This is an optimization exercise on Yosys and OpenROAD, whose aim is small area, a short achievable clock period and few clock cycles, not a production implementation. The RTL was checked by simulation tests, not by an equivalence proof against the original design. Power is estimated from default activity; no workload was simulated.

==> design/flow/design.v <==
module nlm_sorter (
    input  wire               clk,
    input  wire               rst,
    output wire               ready,
    input  wire               wr_en,
    input  wire [4:0]         wr_idx,
    input  wire [15:0]        wr_vcap,
    input  wire               wr_svc,
    input  wire               start,
    input  wire signed [23:0] v_arm,
    input  wire signed [15:0] i_p,
    input  wire [14:0]        i_dead,
    input  wire [15:0]        band,
    input  wire               full_bridge,
    output reg                done,
    output reg  [31:0]        mask,      
    output reg  [5:0]         n_out,
    output reg                neg,
    output reg                dir
);
    localparam N = 32;
    function [31:0] addp;
        input [31:0] a, b;
        input        cin;
        reg   [31:0] g, p, gg, pp, cy;
        integer d, i;
        begin
            g = a & b;
            p = a ^ b;
            gg = g; pp = p;
            for (d = 1; d < 32; d = d * 2)
                for (i = 31; i >= d; i = i - 1) begin
                    gg[i] = gg[i] | (pp[i] & gg[i-d]);
                    pp[i] = pp[i] & pp[i-d];
                end
            cy[0] = cin;
            for (i = 1; i < 32; i = i + 1)
                cy[i] = gg[i-1] | (pp[i-1] & cin);
            addp = p ^ cy;
        end
    endfunction
    reg         pend;            
    reg  [23:0] is_varm;
    reg         is_gt;           
    reg         is_lt;           
    reg  [15:0] is_band;
    reg         is_fb;
    reg         busy;            
    reg  [4:0]  cc;              
    reg  [8:1]  ph;              
    localparam [4:0] C_ADD0 = 5'd1,  C_ADDL = 5'd8,    
                     C_INIT = 5'd8,                    
                     C_SRC0 = 5'd9,  C_SRCL = 5'd30,   
                     C_END  = 5'd31;
    reg  [15:0] tv [0:32];
    reg  [32:0] tsvc;
    reg  [5:0]  hd;
    reg         wb_v;
    reg  [4:0]  wb_idx;
    reg  [15:0] wb_val;
    reg         wb_s;
    reg  wmatch;                 
    reg  go_r;
    wire go = go_r;             
    reg  ready_r;
    assign ready = ready_r;
    wire wr_fire    = ready && wr_en;
    wire start_fire = ready && start && !wr_en;
    wire       wb_v_n   = wr_fire || (wb_v && !wmatch);
    wire [4:0] wb_idx_n = wr_fire ? wr_idx : wb_idx;
    wire [5:0] hd_n     = (hd == 6'd32) ? 6'd0 : hd + 6'd1;
    wire       pend_n   = start_fire || (pend && !go);
    wire       busy_n   = go || (busy && (cc != C_END));
    wire       ready_n  = (!wb_v_n || (hd_n == {1'b0, wb_idx_n})) &&
                          (!pend_n || (!busy_n && hd_n == 6'd32));
    reg  [20:0] s_sum;
    reg  [5:0]  m_cnt;
    reg         ds_v;
    reg  [15:0] ds_new, ds_old;
    wire [15:0] s_old = ds_old;
    wire [15:0] s_new = ds_new;
    wire [20:0] s_x  = s_sum ^ {5'd0, s_new} ^ {5'h1f, ~s_old};
    wire [20:0] s_c  = (s_sum & {5'd0, s_new}) | (s_sum & {5'h1f, ~s_old}) |
                       ({5'd0, s_new} & {5'h1f, ~s_old});
    wire [31:0] s_upd = addp({11'd0, s_x}, {10'd0, s_c, 1'b0}, 1'b1);
    wire [31:0] m_upd = addp({26'd0, m_cnt}, {26'd0, {5{tsvc[0] & !wb_s}}, tsvc[0] ^ wb_s}, 1'b0);
    integer t;
    always @(posedge clk) begin
        for (t = 0; t < 32; t = t + 1)
            tv[t] <= tv[t+1];
        tv[32] <= wmatch ? wb_val : tv[0];
        ds_new <= wb_s ? wb_val : 16'd0;
        ds_old <= tsvc[0] ? tv[0] : 16'd0;
        if (wr_fire) begin
            wb_idx <= wr_idx;
            wb_val <= wr_vcap;
            wb_s   <= wr_svc;
        end
        if (rst) begin
            hd    <= 6'd32;
            wb_v  <= 1'b0;
            tsvc  <= 33'd0;
            s_sum <= 21'd0;
            m_cnt <= 6'd0;
            ds_v  <= 1'b0;
        end else begin
            hd    <= hd_n;
            wb_v  <= wb_v_n;
            tsvc  <= {wmatch ? wb_s : tsvc[0], tsvc[32:1]};
            ds_v  <= wmatch;
            if (ds_v)
                s_sum <= s_upd[20:0];
            if (wmatch)
                m_cnt <= m_upd[5:0];
        end
    end
    reg         pdir;
    reg         r_neg, r_zero, r_d, chg;
    reg         r_dir;
    wire [31:0] dmi = addp({17'd0, i_dead}, {{16{~i_p[15]}}, ~i_p}, 1'b1);
    wire [31:0] dpi = addp({17'd0, i_dead}, {{16{i_p[15]}}, i_p}, 1'b0);
    wire new_d = is_gt ? 1'b1 : is_lt ? 1'b0 : pdir;
    wire new_neg = is_fb && is_varm[23];
    wire [31:0] neg_v = addp({8'd0, ~is_varm}, 32'd0, 1'b1);
    reg  [5:0]  mreg;
    reg  [20:0] sreg;
    reg  [29:0] rem;
    reg  [27:0] dd;
    reg  [5:0]  q;
    reg         ovf;
    reg  [5:0]  n_r;
    wire [31:0] rem_t = addp({2'd0, rem}, {4'hf, ~dd}, 1'b1);           
    wire [31:0] ovf_t = addp({2'd0, rem}, {3'h7, ~dd, 1'b1}, 1'b1);     
    reg  [27:0] a_sh;            
    reg  [1:0]  m_sh;            
    wire [31:0] o0 = {3'd0, m_sh[0] ? a_sh : 28'd0, 1'b0};
    wire [31:0] o1 = {2'd0, m_sh[1] ? a_sh : 28'd0, 2'b0};
    wire [31:0] o3 = {2'd0, rem};
    wire [31:0] x1s = o0 ^ o1 ^ o3;
    wire [31:0] x1c = {((o0 & o1) | (o0 & o3) | (o1 & o3)), 1'b0};
    wire [31:0] num32 = addp(x1s, x1c, 1'b0);
    wire       q0 = !rem_t[31];
    function [5:0] nfun;
        input [4:0] qv;
        begin
            nfun = (r_zero || sreg == 21'd0 || mreg == 6'd0) ? 6'd0 :
                   (ovf || {1'b0, qv} > mreg) ? mreg : {1'b0, qv};
        end
    endfunction
    wire [5:0] nsel0 = nfun({q[3:0], 1'b0});
    wire [5:0] nsel1 = nfun({q[3:0], 1'b1});
    wire [7:0] ksel0 = 8'd128 - {2'b00, nsel0};
    wire [7:0] ksel1 = 8'd128 - {2'b00, nsel1};
    reg  [15:0] rk [0:N-1];      
    reg  [N-1:0] cy;             
    reg  [N-1:0] cy_n;
    reg  [N-1:0] blp, ltvp, eqp, topp;
    reg          gp;
    wire [N-1:0] bl = gp ? blp : ltvp;
    wire [N-1:0] eq = eqp & (gp ? ~topp : topp);
    reg  [15:0] bsh;             
    reg  adding;                 
    wire xm     = !chg;                      
    reg  srch;                               
    wire last   = (cc == C_SRCL);
    wire [4:0] ixs;
    genvar gb;
    generate
        for (gb = 0; gb < 5; gb = gb + 1) begin : g_ixs
            assign ixs[4-gb] = srch && (cc == C_SRC0 + gb);
        end
    endgenerate
    reg  [N-1:0] rk_top, rk_nxt;
    integer c;
    always @(*) begin
        for (c = 0; c < N; c = c + 1) begin
            rk_top[c] = cy[c];
            rk_nxt[c] = rk[c][15] | last;
        end
    end
    always @(*) begin
        for (c = 0; c < N; c = c + 1) begin : cyo
            reg [1:0] ua, ub;
            reg       c1;
            ua = rk[c][1:0] ^ {2{xm}};
            ub = mask[c] ? 2'b00 : bsh[1:0];
            c1 = (ua[0] & ub[0]) | (ua[0] & cy[c]) | (ub[0] & cy[c]);
            cy_n[c] = (ua[1] & ub[1]) | (ua[1] & c1) | (ub[1] & c1);
        end
    end
    reg  [N-1:0] g0r, g1r;
    wire [N-1:0] ltv = gp ? g0r : g1r;
    wire [N-1:0] ltv_g0 = bl | (eq & ~rk_top & ~rk_nxt);
    wire [N-1:0] ltv_g1 = ltv | (eq & rk_top & ~rk_nxt);
    reg  [7:0] kreg;
    wire [7:0] s_cnt0, s_cnt1;
    nls_pop32k u_pop0 (.x(g0r), .k(kreg), .s(s_cnt0));
    nls_pop32k u_pop1 (.x(g1r), .k(kreg), .s(s_cnt1));
    wire ge = gp ? s_cnt0[7] : s_cnt1[7];
    always @(posedge clk) begin
        for (c = 0; c < N; c = c + 1) begin
            if (go) begin
                rk[c] <= tv[c+1];
                cy[c] <= 1'b0;
            end else if (adding) begin : add2
                reg [1:0] ua, ub;
                reg       c1;
                ua = rk[c][1:0] ^ {2{xm}};
                ub = mask[c] ? 2'b00 : bsh[1:0];
                c1 = (ua[0] & ub[0]) | (ua[0] & cy[c]) | (ub[0] & cy[c]);
                rk[c] <= {ua[1] ^ ub[1] ^ c1, ua[0] ^ ub[0] ^ cy[c], rk[c][15:2]};
                cy[c] <= cy_n[c];
            end else begin
                rk[c] <= {rk[c][14:0], |(ixs & c[4:0])};
                cy[c] <= rk[c][15];
            end
        end
        if (go)
            bsh <= is_band;
        else
            bsh <= {2'b00, bsh[15:2]};
        eqp  <= go ? tsvc[32:1] : eq;
        blp  <= ph[8] ? {N{1'b0}} : bl;
        ltvp <= ltv;
        topp <= srch ? rk_top : {N{1'b0}};
        gp   <= srch ? ge : 1'b1;
        g0r  <= ph[8] ? (eqp & ~cy_n) : ltv_g0;    
        g1r  <= ltv_g1;
        if (ph[8])
            srch <= 1'b1;
        else if (srch)
            srch <= !last;
        if (rst)
            srch <= 1'b0;
    end
    always @(posedge clk) begin
        a_sh <= go ? {4'd0, is_varm[23] ? neg_v[23:0] : is_varm} : {a_sh[25:0], 2'd0};
        m_sh <= go ? m_cnt[1:0] : ph[1] ? mreg[3:2] : mreg[5:4];
        dd   <= ph[3] ? {2'b0, sreg, 5'd0} : dd >> 1;
        q    <= ph[3] ? 6'd0 : {q[4:0], !rem_t[31]};
        if (go)
            rem <= {9'd0, ds_v ? s_upd[20:0] : s_sum};    
        else if (ph[1] || ph[2] || ph[3])
            rem <= num32[29:0];
        else if (!rem_t[31])
            rem <= rem_t[29:0];
    end
    always @(posedge clk) begin
        if (rst) begin
            ready_r <= 1'b1;
            go_r    <= 1'b0;
            wmatch  <= 1'b0;
            ph      <= 8'd0;
            adding  <= 1'b0;
            pend  <= 1'b0;
            busy  <= 1'b0;
            cc    <= 5'd0;
            pdir  <= 1'b1;
            done  <= 1'b0;
            mask  <= {N{1'b0}};
            n_out <= 6'd0;
            neg   <= 1'b0;
            dir   <= 1'b1;
        end else begin
            done    <= 1'b0;
            ready_r <= ready_n;
            wmatch  <= wb_v_n && (hd_n == {1'b0, wb_idx_n});
            go_r    <= pend_n && !busy_n && (hd_n == 6'd32);
            if (start_fire) begin
                pend    <= 1'b1;
                is_varm <= v_arm;
                is_gt   <= dmi[31];
                is_lt   <= dpi[31];
                is_band <= band;
                is_fb   <= full_bridge;
            end else if (go) begin
                pend <= 1'b0;
            end
            ph <= {ph[7:1], go};
            adding <= go || (adding && !ph[8]);
            if (go) begin
                busy   <= 1'b1;
                cc     <= 5'd1;
                r_neg  <= new_neg;
                r_zero <= !is_fb && is_varm[23];
                r_d    <= new_d;
                chg    <= new_d ^ new_neg;
                mreg   <= m_cnt;
                r_dir  <= (m_cnt == 6'd0) ? pdir : new_d;
                pdir   <= (m_cnt == 6'd0) ? pdir : new_d;
            end else if (busy) begin
                cc <= cc + 5'd1;
                if (ph[1])
                    sreg <= s_sum;    
                if (ph[4])
                    ovf <= !ovf_t[31];
                if (ph[8]) begin
                    n_r  <= q0 ? nsel1 : nsel0;
                    kreg <= q0 ? ksel1 : ksel0;
                end
                if (cc == C_END) begin
                    busy  <= 1'b0;
                    cc    <= 5'd0;
                    mask  <= (n_r != 6'd0) ? (bl | eq) : {N{1'b0}};
                    done  <= 1'b1;
                    n_out <= n_r;
                    neg   <= r_neg;
                    dir   <= r_dir;
                end
            end
        end
    end
endmodule
module nls_pop32k (input wire [31:0] x, input wire [7:0] k, output wire [7:0] s);
    wire w1 = x[0] ^ x[1] ^ x[2];
    wire w2 = (x[0] & x[1]) | (x[0] & x[2]) | (x[1] & x[2]);
    wire w3 = x[3] ^ x[4] ^ x[5];
    wire w4 = (x[3] & x[4]) | (x[3] & x[5]) | (x[4] & x[5]);
    wire w5 = x[6] ^ x[7] ^ x[8];
    wire w6 = (x[6] & x[7]) | (x[6] & x[8]) | (x[7] & x[8]);
    wire w7 = x[9] ^ x[10] ^ x[11];
    wire w8 = (x[9] & x[10]) | (x[9] & x[11]) | (x[10] & x[11]);
    wire w9 = x[12] ^ x[13] ^ x[14];
    wire w10 = (x[12] & x[13]) | (x[12] & x[14]) | (x[13] & x[14]);
    wire w11 = x[15] ^ x[16] ^ x[17];
    wire w12 = (x[15] & x[16]) | (x[15] & x[17]) | (x[16] & x[17]);
    wire w13 = x[18] ^ x[19] ^ x[20];
    wire w14 = (x[18] & x[19]) | (x[18] & x[20]) | (x[19] & x[20]);
    wire w15 = x[21] ^ x[22] ^ x[23];
    wire w16 = (x[21] & x[22]) | (x[21] & x[23]) | (x[22] & x[23]);
    wire w17 = x[24] ^ x[25] ^ x[26];
    wire w18 = (x[24] & x[25]) | (x[24] & x[26]) | (x[25] & x[26]);
    wire w19 = x[27] ^ x[28] ^ x[29];
    wire w20 = (x[27] & x[28]) | (x[27] & x[29]) | (x[28] & x[29]);
    wire w21 = x[30] ^ x[31] ^ k[0];
    wire w22 = (x[30] & x[31]) | (x[30] & k[0]) | (x[31] & k[0]);
    wire w23 = w1 ^ w3 ^ w5;
    wire w24 = (w1 & w3) | (w1 & w5) | (w3 & w5);
    wire w25 = w7 ^ w9 ^ w11;
    wire w26 = (w7 & w9) | (w7 & w11) | (w9 & w11);
    wire w27 = w13 ^ w15 ^ w17;
    wire w28 = (w13 & w15) | (w13 & w17) | (w15 & w17);
    wire w29 = w19 ^ w21;
    wire w30 = w19 & w21;
    wire w31 = w2 ^ w4 ^ w6;
    wire w32 = (w2 & w4) | (w2 & w6) | (w4 & w6);
    wire w33 = w8 ^ w10 ^ w12;
    wire w34 = (w8 & w10) | (w8 & w12) | (w10 & w12);
    wire w35 = w14 ^ w16 ^ w18;
    wire w36 = (w14 & w16) | (w14 & w18) | (w16 & w18);
    wire w37 = w20 ^ w22 ^ k[1];
    wire w38 = (w20 & w22) | (w20 & k[1]) | (w22 & k[1]);
    wire w39 = w23 ^ w25 ^ w27;
    wire w40 = (w23 & w25) | (w23 & w27) | (w25 & w27);
    wire w41 = w24 ^ w26 ^ w28;
    wire w42 = (w24 & w26) | (w24 & w28) | (w26 & w28);
    wire w43 = w30 ^ w31 ^ w33;
    wire w44 = (w30 & w31) | (w30 & w33) | (w31 & w33);
    wire w45 = w35 ^ w37;
    wire w46 = w35 & w37;
    wire w47 = w32 ^ w34 ^ w36;
    wire w48 = (w32 & w34) | (w32 & w36) | (w34 & w36);
    wire w49 = w38 ^ k[2];
    wire w50 = w38 & k[2];
    wire w51 = w40 ^ w41 ^ w43;
    wire w52 = (w40 & w41) | (w40 & w43) | (w41 & w43);
    wire w53 = w42 ^ w44 ^ w46;
    wire w54 = (w42 & w44) | (w42 & w46) | (w44 & w46);
    wire w55 = w47 ^ w49;
    wire w56 = w47 & w49;
    wire w57 = w48 ^ w50 ^ k[3];
    wire w58 = (w48 & w50) | (w48 & k[3]) | (w50 & k[3]);
    wire w59 = w52 ^ w53 ^ w55;
    wire w60 = (w52 & w53) | (w52 & w55) | (w53 & w55);
    wire w61 = w54 ^ w56 ^ w57;
    wire w62 = (w54 & w56) | (w54 & w57) | (w56 & w57);
    wire w63 = w62 ^ w58 ^ k[4];
    wire w64 = (w62 & w58) | (w62 & k[4]) | (w58 & k[4]);
    wire [7:0] ra = {k[7], k[6], w64, w63, w60, w59, w51, w39};
    wire [7:0] rb = {1'b0, 1'b0, k[5], 1'b0, w61, 1'b0, w45, w29};
    wire [7:0] g0 = ra & rb, p0 = ra ^ rb;
    wire [7:0] g1 = g0 | ((p0 & {g0[6:0], 1'b0}));
    wire [7:0] p1 = p0 & {p0[6:0], 1'b0};
    wire [7:0] g2 = g1 | ((p1 & {g1[5:0], 2'b0}));
    wire [7:0] p2 = p1 & {p1[5:0], 2'b0};
    wire [7:0] g3 = g2 | ((p2 & {g2[3:0], 4'b0}));
    assign s = p0 ^ {g3[6:0], 1'b0};
endmodule
==> design/flow/run.sh <==
#!/bin/bash
# synth_recipe.tcl (not shown) runs the flow's synth.tcl, then flattens the netlist and writes it again
# the make line also repeats each setting of config.mk as NAME=value (left out here)
make -C /OpenROAD-flow-scripts/flow DESIGN_CONFIG=/design/flow/config.mk WORK_HOME=/design/flow/orfs CLKGATE_MAP_FILE= SYNTH_SCRIPT=/design/flow/synth_recipe.tcl finish
==> design/flow/config.mk <==
export PLATFORM = sky130hd
export DESIGN_NAME = nlm_sorter
export DESIGN_NICKNAME = nlm_sorter
export VERILOG_FILES = /design/flow/design.v
export SDC_FILE = /design/flow/constraint.sdc
export NUM_CORES = 4
export LEC_CHECK = 0
export CAP_MARGIN = 20
export CORE_MARGIN = 2
export CORE_UTILIZATION = 45
export CTS_CLUSTER_DIAMETER = 80
export CTS_CLUSTER_SIZE = 20
export PLACE_DENSITY = 0.6
export SLEW_MARGIN = 20
==> design/flow/constraint.sdc <==
create_clock -name core_clock -period 12.0 [get_ports {clk}]
set_input_delay 2.4000 -clock core_clock [delete_from_list [all_inputs] [get_ports {clk}]]
set_output_delay 2.4000 -clock core_clock [all_outputs]
set_load 0.01 [all_outputs]
==> notes.md <==
-- placed cells by master (no fill, tap or decap), types with 9 or more instances in the layout --
cell type and instances:
nor2b_1 142, o31ai_1 9, nand2b_1 22, o211ai_1 12
mux2_2 58, and3_1 11, and2_1 79, clkdlybuf4s50_1 138
xnor2_1 117, nor2_1 292, buf_4 27, a21oi_1 184
mux2i_1 568, fa_1 166, a211o_1 34, a211oi_1 76
nand2_1 770, xor2_1 73, clkbuf_1 16, nand4_1 12
o21a_1 11, clkbuf_16 98, a2111oi_0 10, a21o_1 74
inv_1 326, a31oi_1 12, nor3_1 67, edfxtp_1 126
o21ai_0 621, nand3_1 19, o21bai_1 16, or3_1 12
nor4_1 9, ha_1 165, dfxtp_1 1511
-- through the flow --
| step | setup slack [ns] | std cells | total power (uW) | area, um2 | util [%] |
|---|---|---|---|---|---|
| 2_1_floorplan | 4.572 | 6004 | 9106 | 62890 | - |
| 3_3_place_gp | 7.392 | 7749 | 9987 | 65830 | 47.30 |
| 3_5_place_dp | 7.364 | 7750 | 10070 | 65850 | 47.31 |
| 4_1_cts | 7.330 | 7885 | 13440 | 68620 | 49.30 |
| 5_1_grt | 6.961 | 7887 | 14190 | 68630 | 49.31 |
| 6_report | 7.269 | 7889 | 13300 | 68640 | 49.31 |
-- power breakdown --
| part | internal, uW | switching [uW] | total [uW] |
|---|---|---|---|
| Clock | 1530 | 1820 | 3350 |
| Combinational | 1580 | 1990 | 3580 |
| Sequential | 6020 | 358 | 6380 |
-- final cells by class --
cell class | count | area, um2 | share of cell area (%)
clock buffer | 117 | 2554 | 3.721
inverter | 328 | 1231 | 1.794
clock inverter | 18 | 214.0 | 0.3117
timing repair buffer | 173 | 1718 | 2.503
tap | 1876 | 2347 | 3.420
multi-input combinational | 3730 | 26390 | 38.45
antenna | 4 | 10.01 | 0.01458
sequential | 1643 | 34170 | 49.78
-- worst min-delay path by stage --
stage	slack, ns	from	depth (start not counted)	end
after global routing	0.35	tv[1][12]	0	tv[0][12]
after detailed placement	0.34	tv[11][11]	0	tv[10][11]
after global placement	0.34	tv[12][15]	0	tv[11][15]
after floorplan	0.33	tv[12][0]	0	tv[11][0]
after CTS	0.35	tv[19][15]	0	tv[18][15]
final	0.34	tv[16][11]	0	tv[15][11]
-- cell families (layout without fill, tap and decap cells) --
family / count (synthesis) / after routing
flops: 1643 / 1643
simple gates: 1470 / 1470
compound gates: 1112 / 1112
buf+inv: 631 / 636
mux: 627 / 627
fa+ha+maj: 331 / 331
xor+xnor: 190 / 190
other cells: 0 / 4
-- routing by layer --
metal  part of all wire, %  GRT usage, %  vias to the layer above
li1                      -             -                    20040
met1                    49         28.80                    18710
met2                    44         31.07                      628
met3                   4.3         2.800                      168
met4                   2.1         5.405                        4
met5                 0.017             0                        -
==> summary.md <==
| Metric | Value |
|---|---|
| Antenna viol nets, final | `0` |
| Reg2Reg Setup Slack | `7.27 ns` |
| FILL cells | `12790` |
| Crit-path cells | `nand2_1 -> fa_1 -> inv_1 -> ha_1 -> a21o_1 -> a21oi_1 -> nand2b_1 -> a2111oi_0 -> o311ai_0 -> a21oi_1 -> a311oi_1 -> a211oi_1 -> a31oi_1` |
| Core area | `about 140000 um2` |
| DIE AREA | `approximately 140000 um2` |
| Startpoint Class | `register` |
| Final hold violation count | `0` |
| Post-synth top cells | `1517 x dfxtp_1, 770 x nand2_1, 621 x o21ai_0, 568 x mux2i_1, 326 x inv_1` |
| Cell Area, Synth | `62890 um2` |
| GRT Util Overall | `19.90%` |
| Synth area leader | `dfxtp_1` |
| Largest net degree at the start of global routing | `between 200 and 300` |
| Total Negative Setup Slacks | `0 ns` |
| Number of buffers added on ports | `139` |
| First-pass DRT Iterations | `6` |
| Required time worst endpoint | `12.44 ns` |
| Layout cells sized above 1 | `under 10%` |
| Status | `no timing/DRC/antenna violations` |
| Reg2Reg Capture Point | `rem[19]` |
| Mapped Cells | `around 6000` |
| Syn Nets | `6433` |
| Post-layout net count | `around 6400` |
| Post-Synth Simple-Gate Area | `10.32%` |
| Total grt overflow | `0` |
| Clock transition at path regs | `0.09 ns` |
| Synth-to-Final Area Change | `9.140%` |
| Clk Latency, worst-skew pair | `0.73 ns` |
| Max Clock Skew | `approximately 0.033 ns` |
| CP endpoint kind | `register` |
| Die Height | `about 380 um` |
| Initial antenna violation count | `6` |
| Crit path max-delay cell type | `dfxtp_1` |
| Synth unique cells | `80` |
| Max-slew violation count | `0` |
| CTS sink cnt | `1643` |
| Max cap viols | `0` |
| CTS Buf Count | `97` |
| Worst Path Arrival | `5.17 ns` |
| Post-DP HPWL | `around 100000 um` |
| #FFs+latches synth | `1643` |
| Initial Util | `45.18%` |
| Adder-cell share of the synthesized area | `8.567%` |
| Number of global-route vias before repair | `39060` |
| DR WL/cell | `approximately 18 um` |
| Hold Crit Class | `register to register` |
| Register-to-Register Path Depth | `13` |
| RSZ-0062 raised after global routing | `no` |
| Post-synth EDFFs | `126` |
| Final setup vio count | `0` |
| First-pass GRT wire length | `223700 um` |
| # hold bufs at CTS | `0` |
| Largest delay share family, worst path | `compound AO/OA/AOI/OAI gates` |
| Post-synth ARST share | `0%` |
| Predominant post-synthesis flop cell | `dfxtp_1` |
| Max_slew headroom | `23.02%` |
| CTS tree | `done` |
| Synth top area share | `48.29%` |
| Htree depth | `3` |
| Cts repair resizes | `0` |
| PD cells | `193.8 nW/um2` |
| Buffer levels on the longest clock path | `3` |
| R2r startpoint | `m_sh[0]` |
| DR iter-0 viols | `~2600` |
| Vias per inst | `5.013` |
| Top cells by area, synth | `dfxtp_1 48%, mux2i_1 9.0%, edfxtp_1 6.0%` |
| WL final | `141300 um` |
| # IOs | `between 100 and 150` |
| Tcrit/Tclk final | `39.42%` |
| CTS root buf | `clkbuf_16` |
| Synth Area in Compound Gates | `10.29%` |
| Syn avg cell area | `10.47 um2` |
| CP Max Fanout | `28` |
| Critical Path End | `rem[19]` |
| Hold_ws | `0.3419 ns` |
| Worst-Margin Slew | `1.155 ns` |
| Die W | `about 380 um` |
| Crit Path Category | `register to register` |
| WP buf/inv | `1` |
| Largest register FFs | `528` |
| Main combinational cell family by area after synthesis | `simple AND/OR/NAND/NOR gates` |
| Pleak | `0.02577 uW` |
| Max incr delay on CP | `0.97 ns` |
| Mux share of post-synthesis cell area | `about 10%` |
| Sequential fraction of the synthesis area | `54.31%` |
| VDD IR max | `208.8 uV` |
| Worst setup path startpoint | `m_sh[0]` |
| DRC violations left | `0` |
| Postcts setup bufs | `0` |
| Min cycle time layout | `4.731 ns` |
| Yosys warnings | `3` |
| Gp weighted congestion | `0.8231` |
| Vias post-DR | `39550` |
| CP dominant cell by count | `a21oi_1` |
| Top Registers | `tv x528, rk x512, tsvc x33` |
| Most flops, register | `tv` |
| Instance count on the critical path | `13` |
| Rows | `137` |
| Maximum clock rate | `211.4 MHz` |
| Post-synthesis xor/xnor area fraction | `2.646%` |
| Most numerous cell in the Yosys netlist | `dfxtp_1` |
Testbench counts, summed over its fixed seeds: cycles 12,928.

port drivers added, routing unchanged:
The flow's constraints put no driver on any port. The routed layout listed below was extracted and timed again, unchanged, in two steps. Step 1 sets driving cells, clkbuf_16 on the clock port and buf_2 on the other inputs (assumed; they add their load-dependent delay and slew). Step 2, shift: input delay + t, output delay - t, t = (earliest + latest rising clock arrival at the registers) / 2. This alone moves slack from input paths to output paths. Three values: no drivers, after step 1, after step 2; two values: the first two.
t (ns): 0.794
slack for setup (ns): 7.269 / 7.269 / 7.269
worst setup path after step 2: register to register
worst register clock-pin slew, ns: 0.09 / 0.09
pins driven straight from the clock port: 1
After both steps this run still meets setup and hold. For this run, drivers alone change the setup slack by 0.000 ns; drivers and shift together by 0.000 ns.
